What follows belongs to an exercise in optimizing a design on an open flow for small area, a short achievable clock period and few clock cycles per item; a production flow would make more cautious choices. Only simulation tests tie the RTL to the original design; equivalence was not proved. Power is estimated from default activity; no workload was simulated.

==> v19: inputs <==
==> flow/design.v <==
module rs136_dec (
    input  wire       clk,
    input  wire       rst,
    input  wire       in_valid,
    input  wire [9:0] in_sym,
    output wire       in_ready,
    output reg        out_valid,
    output reg  [9:0] out_sym,
    output reg        out_last,
    output reg        out_fail,
    output reg  [2:0] out_nerr
);
    localparam N   = 136;
    localparam PL  = 2;              
    localparam RL  = 172;            
    function automatic [9:0] gf_mul(input [9:0] a, input [9:0] b);
        reg [18:0] p;
        integer i;
        begin
            p = 19'd0;
            for (i = 0; i < 10; i = i + 1)
                if (b[i]) p = p ^ ({9'd0, a} << i);
            for (i = 18; i >= 10; i = i - 1)
                if (p[i]) p = p ^ (19'h409 << (i - 10));
            gf_mul = p[9:0];
        end
    endfunction
    function automatic [9:0] gf_sq(input [9:0] a);
        reg [18:0] p;
        integer i;
        begin
            p = 19'd0;
            for (i = 0; i < 10; i = i + 1)
                p[2*i] = a[i];
            for (i = 18; i >= 10; i = i - 1)
                if (p[i]) p = p ^ (19'h409 << (i - 10));
            gf_sq = p[9:0];
        end
    endfunction
    function automatic [9:0] gf_sqn(input [9:0] a, input integer n);
        integer i;
        begin
            gf_sqn = a;
            for (i = 0; i < n; i = i + 1)
                gf_sqn = gf_sq(gf_sqn);
        end
    endfunction
    function automatic [9:0] alpha_pow(input integer i);
        case (i)
            0: alpha_pow = 10'h001;
            1: alpha_pow = 10'h002;
            2: alpha_pow = 10'h004;
            3: alpha_pow = 10'h008;
            4: alpha_pow = 10'h010;
            5: alpha_pow = 10'h020;
            6: alpha_pow = 10'h040;
            default: alpha_pow = 10'h080;
        endcase
    endfunction
    function automatic [4:0] g5_mul(input [4:0] a, input [4:0] b);
        reg [8:0] p;
        integer i;
        begin
            p = 9'd0;
            for (i = 0; i < 5; i = i + 1)
                if (b[i]) p = p ^ ({4'd0, a} << i);
            for (i = 8; i >= 5; i = i - 1)
                if (p[i]) p = p ^ (9'h029 << (i - 5));
            g5_mul = p[4:0];
        end
    endfunction
    function automatic [9:0] to_comp(input [9:0] a);
        begin
            to_comp[0] = a[0] ^ a[1] ^ a[2] ^ a[4] ^ a[5] ^ a[8] ^ a[9];
            to_comp[1] = a[3] ^ a[4] ^ a[5] ^ a[6] ^ a[7] ^ a[9];
            to_comp[2] = a[3] ^ a[6];
            to_comp[3] = a[1] ^ a[5] ^ a[6];
            to_comp[4] = a[1] ^ a[4] ^ a[9];
            to_comp[5] = a[7];
            to_comp[6] = a[4] ^ a[6] ^ a[7] ^ a[8] ^ a[9];
            to_comp[7] = a[5] ^ a[7] ^ a[8] ^ a[9];
            to_comp[8] = a[1] ^ a[2] ^ a[6] ^ a[8];
            to_comp[9] = a[1] ^ a[3] ^ a[4] ^ a[6] ^ a[8];
        end
    endfunction
    function automatic [9:0] from_comp(input [9:0] a);
        begin
            from_comp[0] = a[0] ^ a[3] ^ a[4] ^ a[8];
            from_comp[1] = a[1] ^ a[7] ^ a[9];
            from_comp[2] = a[4] ^ a[5] ^ a[6] ^ a[8];
            from_comp[3] = a[1] ^ a[3] ^ a[4] ^ a[5];
            from_comp[4] = a[1] ^ a[3] ^ a[6] ^ a[9];
            from_comp[5] = a[2] ^ a[4] ^ a[5] ^ a[7] ^ a[9];
            from_comp[6] = a[1] ^ a[2] ^ a[3] ^ a[4] ^ a[5];
            from_comp[7] = a[5];
            from_comp[8] = a[2] ^ a[3] ^ a[6] ^ a[7] ^ a[9];
            from_comp[9] = a[3] ^ a[4] ^ a[6] ^ a[7];
        end
    endfunction
    function automatic [4:0] g5_inv(input [4:0] a);
        case (a)
            5'd0: g5_inv = 5'd0;
            5'd1: g5_inv = 5'd1;
            5'd2: g5_inv = 5'd20;
            5'd3: g5_inv = 5'd24;
            5'd4: g5_inv = 5'd10;
            5'd5: g5_inv = 5'd8;
            5'd6: g5_inv = 5'd12;
            5'd7: g5_inv = 5'd29;
            5'd8: g5_inv = 5'd5;
            5'd9: g5_inv = 5'd11;
            5'd10: g5_inv = 5'd4;
            5'd11: g5_inv = 5'd9;
            5'd12: g5_inv = 5'd6;
            5'd13: g5_inv = 5'd28;
            5'd14: g5_inv = 5'd26;
            5'd15: g5_inv = 5'd31;
            5'd16: g5_inv = 5'd22;
            5'd17: g5_inv = 5'd18;
            5'd18: g5_inv = 5'd17;
            5'd19: g5_inv = 5'd23;
            5'd20: g5_inv = 5'd2;
            5'd21: g5_inv = 5'd25;
            5'd22: g5_inv = 5'd16;
            5'd23: g5_inv = 5'd19;
            5'd24: g5_inv = 5'd3;
            5'd25: g5_inv = 5'd21;
            5'd26: g5_inv = 5'd14;
            5'd27: g5_inv = 5'd30;
            5'd28: g5_inv = 5'd13;
            5'd29: g5_inv = 5'd7;
            5'd30: g5_inv = 5'd27;
            5'd31: g5_inv = 5'd15;
            default: g5_inv = 5'd0;
        endcase
    endfunction
    function automatic [9:0] chien_init(input integer j);
        case (j)
            0: chien_init = 10'h001;
            1: chien_init = 10'h20e;
            2: chien_init = 10'h146;
            3: chien_init = 10'h00d;
            default: chien_init = 10'h270;
        endcase
    endfunction
    integer i, j, k;
    reg        in_ready_r;
    reg        ins;                  
    reg  [9:0] sym_q;
    reg  [10*RL-1:0] ring;
    assign in_ready = in_ready_r;
    wire [9:0] ring_out = ring[10*RL-1 -: 10];
    always @(posedge clk) begin
        sym_q <= in_sym;
        ring  <= {ring[10*RL-11:0], ins ? sym_q : ring_out};
    end
    reg [7:0] cnt;
    reg [7:0] dins;
    reg [7:0] dcs;
    reg [7:0] incnt;                
    reg       rdy;                  
    wire      cstart = rdy && (dcs == 8'd0);
    reg [1:0] v;
    reg [1:0] lst;
    reg [7:0] ccnt;
    wire      outnow = v[1];
    wire      v0n    = cstart || (v[0] && ccnt != N);    
    wire [7:0] cnt1 = cnt + {7'd0, ins} - {7'd0, outnow};
    wire       acc  = in_valid && in_ready_r;
    wire [7:0] cnt2a = cnt1 + 8'd1 - {7'd0, v[0]};
    wire [7:0] cnt2n = cnt1 - {7'd0, v[0]};
    wire       rdy_a = (cnt2a < RL) || v0n;
    wire       rdy_n = (cnt2n == 8'd0) ||
                       (!ins && dins == 8'd2 && ((cnt2n < RL) || v0n));
    always @(posedge clk) begin
        if (rst) begin
            in_ready_r <= 1'b1;
            ins        <= 1'b0;
            cnt        <= 8'd0;
            incnt      <= 8'd0;
        end else begin
            in_ready_r <= acc ? rdy_a : rdy_n;
            ins        <= acc;
            cnt        <= cnt1;
            if (ins)
                incnt <= (incnt == N - 1) ? 8'd0 : incnt + 8'd1;
        end
        if (ins)
            dins <= 8'd0;
        else
            dins <= (dins == 8'd0) ? RL - 1 : dins - 8'd1;
        if (ins && cnt == 8'd0)
            dcs <= RL - PL - 1;
        else if (cstart)
            dcs <= N - 1;
        else
            dcs <= (dcs == 8'd0) ? RL - 1 : dcs - 8'd1;
    end
    reg  [9:0] syn [0:7];
    reg  [9:0] synf [0:7];
    wire       last_in = ins && (incnt == N - 1);
    always @* begin
        for (i = 0; i < 8; i = i + 1)
            synf[i] = ((incnt == 8'd0) ? 10'd0 : gf_mul(syn[i], alpha_pow(i))) ^ sym_q;
    end
    always @(posedge clk) begin
        if (ins)
            for (i = 0; i < 8; i = i + 1)
                syn[i] <= synf[i];
    end
    reg  [9:0] S   [0:7];
    reg  [9:0] lam [0:4];           
    reg  [9:0] bp  [0:4];           
    reg  [9:0] bprev;               
    reg  [9:0] gam, dlt, accu, lreg, sreg;
    reg  [9:0] om0, om1, om3;
    reg  [3:0] len;
    reg  [2:0] r;
    reg  [2:0] st;
    reg        bm_run, om_run;
    wire       cond = (dlt != 10'd0) && ({len, 1'b0} <= {1'b0, r});
    reg  [3:0] sidx;
    reg  [9:0] ssel;
    always @* begin
        if (om_run)
            sidx = 4'd2 - {1'b0, st};
        else if (r == 3'd7)
            sidx = 4'd3 - {1'b0, st};
        else
            sidx = {1'b0, r} + 4'd1 - {1'b0, st};
        ssel = sidx[3] ? 10'd0 : S[sidx[2:0]];
    end
    wire [9:0] ma   = gf_mul(gam, lam[0]);
    wire [9:0] mb   = gf_mul(dlt, bprev);
    wire [9:0] lnew = ma ^ mb;
    wire [9:0] mc   = gf_mul(lreg, sreg);
    wire [9:0] accn = accu ^ mc;
    wire       bm_end = bm_run && (r == 3'd7) && (st == 3'd4);
    always @(posedge clk) begin
        if (rst) begin
            bm_run <= 1'b0;
            om_run <= 1'b0;
            rdy    <= 1'b0;
        end else begin
            if (cstart)
                rdy <= 1'b0;
            if (last_in) begin
                bm_run <= 1'b1;
                om_run <= 1'b0;
                r      <= 3'd2;
                st     <= 3'd0;
            end else if (bm_run) begin
                if (st == 3'd4) begin
                    st <= 3'd0;
                    r  <= r + 3'd1;
                    if (r == 3'd7) begin
                        bm_run <= 1'b0;
                        om_run <= 1'b1;
                    end
                end else
                    st <= st + 3'd1;
            end else if (om_run) begin
                if (st == 3'd3) begin
                    om_run <= 1'b0;
                    rdy    <= 1'b1;
                end
                st <= st + 3'd1;
            end
        end
        if (!last_in) begin
            for (i = 0; i < 3; i = i + 1)
                bp[i] <= bp[i+1];
            bp[3] <= (st == 3'd1 && !cond) ? 10'd0 : bp[4];
            bp[4] <= (st == 3'd0 || cond) ? lam[0] : bprev;
            bprev <= bm_end ? lam[1] : (st == 3'd4) ? 10'd0 : bp[0];
        end
        if (last_in) begin
            for (i = 0; i < 8; i = i + 1)
                S[i] <= synf[i];
            lam[3] <= 10'd0;
            lam[4] <= 10'd0;
            bp[2]  <= 10'd0;
            bp[3]  <= 10'd0;
            bp[4]  <= 10'd0;
            bprev  <= 10'd0;
            sreg   <= synf[2];
            if (synf[0] != 10'd0) begin
                lam[0] <= synf[0];
                lam[1] <= synf[1];
                lam[2] <= 10'd0;
                bp[0]  <= 10'd0;
                bp[1]  <= 10'd1;
                gam    <= synf[0];
                len    <= 4'd1;
                lreg   <= synf[0];
                accu   <= gf_sq(synf[1]);
            end else begin
                lam[0] <= 10'd1;
                lam[1] <= 10'd0;
                lam[2] <= synf[1];
                bp[0]  <= (synf[1] != 10'd0) ? 10'd1 : 10'd0;
                bp[1]  <= 10'd0;
                bp[2]  <= (synf[1] != 10'd0) ? 10'd0 : 10'd1;
                gam    <= (synf[1] != 10'd0) ? synf[1] : 10'd1;
                len    <= (synf[1] != 10'd0) ? 4'd2 : 4'd0;
                lreg   <= 10'd0;
                accu   <= synf[2];
            end
        end else if (bm_run || om_run) begin
            for (i = 0; i < 4; i = i + 1)
                lam[i] <= lam[i+1];
            lam[4] <= om_run ? lam[0] : lnew;
            lreg   <= om_run ? lam[0] : lnew;
            sreg   <= ssel;
            accu   <= (st == (om_run ? 3'd0 : 3'd1)) ? mc : accn;
            if (bm_run) begin
                if (st == 3'd0)
                    dlt <= accn;
                if (st == 3'd4) begin
                    if (cond) begin
                        gam <= dlt;
                        len <= {1'b0, r} + 4'd1 - len;
                    end
                    if (r == 3'd7) begin
                        om3 <= accn;
                        gam <= S[1];
                        dlt <= S[0];
                    end
                end
            end else begin
                if (st == 3'd0) begin
                    om0 <= mb;
                    gam <= S[0];
                end
                if (st[2:1] == 2'd0)
                    om1 <= ((st == 3'd0) ? 10'd0 : om1) ^ ma;
            end
        end
    end
    wire [9:0] lamf [0:4];
    assign lamf[0] = lam[1];
    assign lamf[1] = lam[2];
    assign lamf[2] = lam[3];
    assign lamf[3] = lam[4];
    assign lamf[4] = lam[0];
    reg [9:0] lam_c [0:4];
    reg [9:0] om_c  [0:3];
    reg [3:0] clen, clen_l;
    always @(posedge clk) begin
        if (cstart) begin
            for (j = 0; j < 5; j = j + 1)
                lam_c[j] <= gf_mul(lamf[j], chien_init(j));
            om_c[0] <= om0;
            om_c[1] <= gf_mul(om1, chien_init(1));
            om_c[2] <= gf_mul(accu, chien_init(2));
            om_c[3] <= gf_mul(om3, chien_init(3));
            clen    <= len;
        end else begin
            for (j = 0; j < 5; j = j + 1)
                lam_c[j] <= gf_mul(lam_c[j], alpha_pow(j));
            for (k = 0; k < 4; k = k + 1)
                om_c[k] <= gf_mul(om_c[k], alpha_pow(k));
        end
    end
    wire [9:0] lam_sum = lam_c[0] ^ lam_c[1] ^ lam_c[2] ^ lam_c[3] ^ lam_c[4];
    wire [9:0] lam_odd = lam_c[1] ^ lam_c[3];
    wire [9:0] om_sum  = om_c[0] ^ om_c[1] ^ om_c[2] ^ om_c[3];
    wire       rt1 = (lam_sum == 10'd0);
    wire [9:0] d1  = to_comp(lam_odd);
    wire [9:0] n1  = to_comp(om_sum);
    reg        rt2;
    reg  [4:0] hi2, lo2, ni2;
    reg  [2:0] nroots;
    wire [4:0] nrm = g5_mul(d1[4:0], d1[4:0]) ^ g5_mul(d1[4:0], d1[9:5]) ^
                     g5_mul(d1[9:5], d1[9:5]);
    wire [4:0] t0  = g5_mul(n1[4:0], d1[4:0] ^ d1[9:5]);
    wire [4:0] t1  = g5_mul(n1[9:5], d1[9:5]);
    wire [4:0] t2  = g5_mul(n1[4:0] ^ n1[9:5], d1[4:0]);
    wire [9:0] err = from_comp({g5_mul(hi2, ni2), g5_mul(lo2, ni2)});
    wire [2:0] nroots_tot = nroots + {2'd0, rt2};
    always @(posedge clk) begin
        rt2 <= rt1;
        hi2 <= t2 ^ t0;
        lo2 <= t0 ^ t1;
        ni2 <= g5_inv(nrm);
        if (rst) begin
            v   <= 2'd0;
            lst <= 2'd0;
            ccnt <= 8'd0;
        end else begin
            v[0] <= v0n;
            if (cstart) begin
                lst[0] <= 1'b0;
                ccnt   <= 8'd1;
            end else begin
                lst[0] <= (ccnt == N - 1);
                ccnt   <= ccnt + 8'd1;
            end
            v[1]   <= v[0];
            lst[1] <= lst[0];
        end
        if (v[0] && lst[0])
            clen_l <= clen;
        if (v[1]) begin
            nroots <= lst[1] ? 3'd0 : nroots_tot;
        end else if (cstart)
            nroots <= 3'd0;
    end
    always @(posedge clk) begin
        out_sym  <= ring_out ^ (rt2 ? err : 10'd0);
        out_last <= v[1] && lst[1];
        out_fail <= (clen_l > 4'd4) || ({1'b0, nroots_tot} != clen_l);
        out_nerr <= clen_l[2:0];
        if (rst)
            out_valid <= 1'b0;
        else
            out_valid <= outnow;
    end
endmodule
==> flow/run.sh <==
#!/bin/bash
# synth_recipe.tcl (not shown) runs the flow's synth.tcl, then flattens the netlist and writes it again
# the make line also repeats each setting of config.mk as NAME=value (left out here)
make -C /OpenROAD-flow-scripts/flow DESIGN_CONFIG=/design/flow/config.mk WORK_HOME=/design/flow/orfs CLKGATE_MAP_FILE= SYNTH_SCRIPT=/design/flow/synth_recipe.tcl finish
==> flow/config.mk <==
export PLATFORM = sky130hd
export DESIGN_NAME = rs136_dec
export DESIGN_NICKNAME = rs136_dec
export VERILOG_FILES = /design/flow/design.v
export SDC_FILE = /design/flow/constraint.sdc
export NUM_CORES = 4
export LEC_CHECK = 0
export CAP_MARGIN = 20
export CORE_MARGIN = 2
export CORE_UTILIZATION = 40
export CTS_BUF_LIST = sky130_fd_sc_hd__clkbuf_8
export CTS_CLUSTER_DIAMETER = 60
export CTS_CLUSTER_SIZE = 20
export SLEW_MARGIN = 20
==> flow/constraint.sdc <==
create_clock -name core_clock -period 20.0 [get_ports {clk}]
set_input_delay 4.0000 -clock core_clock [delete_from_list [all_inputs] [get_ports {clk}]]
set_output_delay 4.0000 -clock core_clock [all_outputs]
set_load 0.01 [all_outputs]
==> inputs of v15, as changes to v19 <==
--- a/flow/design.v
+++ b/flow/design.v
@@ -12,7 +12,7 @@
 );
     localparam N   = 136;
     localparam PL  = 2;              
-    localparam RL  = 172;            
+    localparam RL  = 170;            
     function automatic [9:0] gf_mul(input [9:0] a, input [9:0] b);
         reg [18:0] p;
         integer i;
@@ -25,6 +25,28 @@
             gf_mul = p[9:0];
         end
     endfunction
+    function automatic [8:0] pmul5(input [4:0] a, input [4:0] b);
+        integer i;
+        begin
+            pmul5 = 9'd0;
+            for (i = 0; i < 5; i = i + 1)
+                if (b[i]) pmul5 = pmul5 ^ ({4'd0, a} << i);
+        end
+    endfunction
+    function automatic [9:0] gf_kmul(input [9:0] a, input [9:0] b);
+        reg [8:0] lo, hi, md;
+        reg [18:0] p;
+        integer i;
+        begin
+            lo = pmul5(a[4:0], b[4:0]);
+            hi = pmul5(a[9:5], b[9:5]);
+            md = pmul5(a[4:0] ^ a[9:5], b[4:0] ^ b[9:5]) ^ lo ^ hi;
+            p  = {hi, 10'd0} ^ ({10'd0, md} << 5) ^ {10'd0, lo};
+            for (i = 18; i >= 10; i = i - 1)
+                if (p[i]) p = p ^ (19'h409 << (i - 10));
+            gf_kmul = p[9:0];
+        end
+    endfunction
     function automatic [9:0] gf_sq(input [9:0] a);
         reg [18:0] p;
         integer i;
@@ -37,14 +59,6 @@
             gf_sq = p[9:0];
         end
     endfunction
-    function automatic [9:0] gf_sqn(input [9:0] a, input integer n);
-        integer i;
-        begin
-            gf_sqn = a;
-            for (i = 0; i < n; i = i + 1)
-                gf_sqn = gf_sq(gf_sqn);
-        end
-    endfunction
     function automatic [9:0] alpha_pow(input integer i);
         case (i)
             0: alpha_pow = 10'h001;
@@ -69,6 +83,16 @@
             g5_mul = p[4:0];
         end
     endfunction
+    function automatic [4:0] g5_sq(input [4:0] a);
+        reg [8:0] p;
+        integer i;
+        begin
+            p = {a[4], 1'b0, a[3], 1'b0, a[2], 1'b0, a[1], 1'b0, a[0]};
+            for (i = 8; i >= 5; i = i - 1)
+                if (p[i]) p = p ^ (9'h029 << (i - 5));
+            g5_sq = p[4:0];
+        end
+    endfunction
     function automatic [9:0] to_comp(input [9:0] a);
         begin
             to_comp[0] = a[0] ^ a[1] ^ a[2] ^ a[4] ^ a[5] ^ a[8] ^ a[9];
@@ -144,7 +168,8 @@
         endcase
     endfunction
     integer i, j, k;
-    reg        in_ready_r;
+    reg        in_ready_r;           
+    reg        nrdy_r;               
     reg        ins;                  
     reg  [9:0] sym_q;
     reg  [10*RL-1:0] ring;
@@ -161,12 +186,12 @@
     reg       rdy;                  
     wire      cstart = rdy && (dcs == 8'd0);
     reg [1:0] v;
-    reg [1:0] lst;
-    reg [7:0] ccnt;
+    reg       lst1;                  
+    wire      lst0   = (dcs == 8'd0);
     wire      outnow = v[1];
-    wire      v0n    = cstart || (v[0] && ccnt != N);    
+    wire      v0n    = cstart || (v[0] && !lst0);        
     wire [7:0] cnt1 = cnt + {7'd0, ins} - {7'd0, outnow};
-    wire       acc  = in_valid && in_ready_r;
+    wire       acc  = in_valid && !nrdy_r;
     wire [7:0] cnt2a = cnt1 + 8'd1 - {7'd0, v[0]};
     wire [7:0] cnt2n = cnt1 - {7'd0, v[0]};
     wire       rdy_a = (cnt2a < RL) || v0n;
@@ -175,11 +200,13 @@
     always @(posedge clk) begin
         if (rst) begin
             in_ready_r <= 1'b1;
+            nrdy_r     <= 1'b0;
             ins        <= 1'b0;
             cnt        <= 8'd0;
             incnt      <= 8'd0;
         end else begin
             in_ready_r <= acc ? rdy_a : rdy_n;
+            nrdy_r     <= !(acc ? rdy_a : rdy_n);
             ins        <= acc;
             cnt        <= cnt1;
             if (ins)
@@ -223,17 +250,17 @@
     reg  [9:0] ssel;
     always @* begin
         if (om_run)
-            sidx = 4'd2 - {1'b0, st};
+            sidx = 4'd1 - {1'b0, st};
         else if (r == 3'd7)
-            sidx = 4'd3 - {1'b0, st};
+            sidx = (st == 3'd4) ? 4'd2 : 4'd3 - {1'b0, st};
         else
             sidx = {1'b0, r} + 4'd1 - {1'b0, st};
         ssel = sidx[3] ? 10'd0 : S[sidx[2:0]];
     end
-    wire [9:0] ma   = gf_mul(gam, lam[0]);
-    wire [9:0] mb   = gf_mul(dlt, bprev);
+    wire [9:0] ma   = gf_kmul(gam, lam[0]);
+    wire [9:0] mb   = gf_kmul(dlt, bprev);
     wire [9:0] lnew = ma ^ mb;
-    wire [9:0] mc   = gf_mul(lreg, sreg);
+    wire [9:0] mc   = gf_kmul(lreg, sreg);
     wire [9:0] accn = accu ^ mc;
     wire       bm_end = bm_run && (r == 3'd7) && (st == 3'd4);
     always @(posedge clk) begin
@@ -260,7 +287,7 @@
                 end else
                     st <= st + 3'd1;
             end else if (om_run) begin
-                if (st == 3'd3) begin
+                if (st == 3'd1) begin
                     om_run <= 1'b0;
                     rdy    <= 1'b1;
                 end
@@ -272,7 +299,12 @@
                 bp[i] <= bp[i+1];
             bp[3] <= (st == 3'd1 && !cond) ? 10'd0 : bp[4];
             bp[4] <= (st == 3'd0 || cond) ? lam[0] : bprev;
-            bprev <= bm_end ? lam[1] : (st == 3'd4) ? 10'd0 : bp[0];
+            bprev <= bm_end ? lam[1] : (om_run && st == 3'd0) ? lam[2] :
+                     (st == 3'd4) ? 10'd0 : bp[0];
+        end
+        if (!last_in) begin
+            lreg <= (om_run || bm_end) ? lam[1] : lnew;
+            sreg <= ssel;
         end
         if (last_in) begin
             for (i = 0; i < 8; i = i + 1)
@@ -310,9 +342,8 @@
             for (i = 0; i < 4; i = i + 1)
                 lam[i] <= lam[i+1];
             lam[4] <= om_run ? lam[0] : lnew;
-            lreg   <= om_run ? lam[0] : lnew;
-            sreg   <= ssel;
-            accu   <= (st == (om_run ? 3'd0 : 3'd1)) ? mc : accn;
+            accu   <= ((st == (om_run ? 3'd0 : 3'd1)) ? mc : accn) ^
+                      ((om_run && st == 3'd1) ? mb : 10'd0);
             if (bm_run) begin
                 if (st == 3'd0)
                     dlt <= accn;
@@ -338,11 +369,11 @@
         end
     end
     wire [9:0] lamf [0:4];
-    assign lamf[0] = lam[1];
-    assign lamf[1] = lam[2];
-    assign lamf[2] = lam[3];
-    assign lamf[3] = lam[4];
-    assign lamf[4] = lam[0];
+    assign lamf[0] = lam[3];
+    assign lamf[1] = lam[4];
+    assign lamf[2] = lam[0];
+    assign lamf[3] = lam[1];
+    assign lamf[4] = lam[2];
     reg [9:0] lam_c [0:4];
     reg [9:0] om_c  [0:3];
     reg [3:0] clen, clen_l;
@@ -371,8 +402,7 @@
     reg        rt2;
     reg  [4:0] hi2, lo2, ni2;
     reg  [2:0] nroots;
-    wire [4:0] nrm = g5_mul(d1[4:0], d1[4:0]) ^ g5_mul(d1[4:0], d1[9:5]) ^
-                     g5_mul(d1[9:5], d1[9:5]);
+    wire [4:0] nrm = g5_sq(d1[4:0] ^ d1[9:5]) ^ g5_mul(d1[4:0], d1[9:5]);
     wire [4:0] t0  = g5_mul(n1[4:0], d1[4:0] ^ d1[9:5]);
     wire [4:0] t1  = g5_mul(n1[9:5], d1[9:5]);
     wire [4:0] t2  = g5_mul(n1[4:0] ^ n1[9:5], d1[4:0]);
@@ -385,30 +415,22 @@
         ni2 <= g5_inv(nrm);
         if (rst) begin
             v   <= 2'd0;
-            lst <= 2'd0;
-            ccnt <= 8'd0;
+            lst1 <= 1'b0;
         end else begin
             v[0] <= v0n;
-            if (cstart) begin
-                lst[0] <= 1'b0;
-                ccnt   <= 8'd1;
-            end else begin
-                lst[0] <= (ccnt == N - 1);
-                ccnt   <= ccnt + 8'd1;
-            end
-            v[1]   <= v[0];
-            lst[1] <= lst[0];
+            v[1] <= v[0];
+            lst1 <= v[0] && lst0;
         end
-        if (v[0] && lst[0])
+        if (v[0] && lst0)
             clen_l <= clen;
         if (v[1]) begin
-            nroots <= lst[1] ? 3'd0 : nroots_tot;
+            nroots <= lst1 ? 3'd0 : nroots_tot;
         end else if (cstart)
             nroots <= 3'd0;
     end
     always @(posedge clk) begin
         out_sym  <= ring_out ^ (rt2 ? err : 10'd0);
-        out_last <= v[1] && lst[1];
+        out_last <= v[1] && lst1;
         out_fail <= (clen_l > 4'd4) || ({1'b0, nroots_tot} != clen_l);
         out_nerr <= clen_l[2:0];
         if (rst)
==> flow/flow/run.sh (new file) <==
#!/bin/bash
# The standard layout (standard.sh: the ORFS flow, standard synthesis
# unchanged) with two layout options changed:
#  - every input and output port still gets its own buffer, but a buf_4
#    instead of the slow delay cell buffer_ports picks by default;
#  - clock tree: clkbuf_8 sink buffers in clusters of at most 20 sinks, a
#    clkbuf_16 root buffer, and no dummy loads.
# The full output of the flow goes to flow_standard.log; ORFS keeps each
# step's own log under orfs/logs.
set -euo pipefail
export BUFFER_PORTS_ARGS="-buffer_cell sky130_fd_sc_hd__buf_4"
export CTS_ARGS="-sink_clustering_enable -repair_clock_nets -sink_clustering_size 20 -sink_clustering_max_diameter 55 -buf_list sky130_fd_sc_hd__clkbuf_8 -root_buf sky130_fd_sc_hd__clkbuf_16 -dont_use_dummy_load"
bash standard.sh > flow_standard.log 2>&1
==> flow/standard.sh (new file) <==
#!/bin/bash
# synth_recipe.tcl (not shown) runs the flow's synth.tcl, then flattens the netlist and writes it again
# the make line also repeats each setting of config.mk as NAME=value (left out here)
make -C /OpenROAD-flow-scripts/flow DESIGN_CONFIG=/design/flow/config.mk WORK_HOME=/design/flow/orfs CLKGATE_MAP_FILE= SYNTH_SCRIPT=/design/flow/synth_recipe.tcl "${@:-finish}"
--- a/flow/config.mk
+++ b/flow/config.mk
@@ -7,8 +7,8 @@
 export LEC_CHECK = 0
 export CAP_MARGIN = 20
 export CORE_MARGIN = 2
-export CORE_UTILIZATION = 40
+export CORE_UTILIZATION = 70
 export CTS_BUF_LIST = sky130_fd_sc_hd__clkbuf_8
-export CTS_CLUSTER_DIAMETER = 60
-export CTS_CLUSTER_SIZE = 20
+export CTS_CLUSTER_DIAMETER = 50
+export CTS_CLUSTER_SIZE = 16
 export SLEW_MARGIN = 20
removed: flow/run.sh
==> notes.md <==
Result of the run: v19 no timing/DRC/antenna violations; v15 no timing/DRC/antenna violations
Max reg flops: v19 1720; v15 1700
Top routing layer in use: v19 met5; v15 met4
Worst clock skew: v19 0.07837 ns; v15 0.1179 ns
#MultiIn Comb: v19 2613; v15 2598
Post-detailed-routing wire length: v19 121.5 mm; v15 118.4 mm
Dominant power group: v19 combinational cells; v15 registers
Period utilization: v19 29.41%; v15 25.78%
Pin count of the biggest net entering global routing: v19 101; v15 113
Non-CTS inverters: v19 77; v15 89
Arrival time at the worst endpoint: v19 1.88 ns; v15 1.16 ns
Sequential cells: v19 2272; v15 2244
Seq pwr share: v19 39.7%; v15 59.6%
Testbench counts of v19, summed over its fixed seeds: cycles 27,504, items 192.
Testbench counts of v15, summed over its fixed seeds: cycles 27,488, items 192.

what the ideal ports hide:
The results above use ideal ports. As a check the final layouts listed here were re-extracted and re-timed, cells and wires unchanged. Step 1, drivers: a clkbuf_16 drives clk and a buf_2 each remaining input, both assumed. Step 2 adds t to the input delays and takes it off the output delays; t is the mean of the earliest and latest rising clock arrival at the registers after step 1. Input paths then give back, and output paths get back, about the clock's delay inside the block. a / b / c = ideal / step 1 / step 2; a / b = the first two.
run	t, ns	setup WS [ns]	cell pins on the clock port's net
v19	0.978	14.118 / 14.044 / 14.468	1
v15	0.735	14.844 / 14.772 / 15.020	1
After both steps every run listed still meets setup and hold.
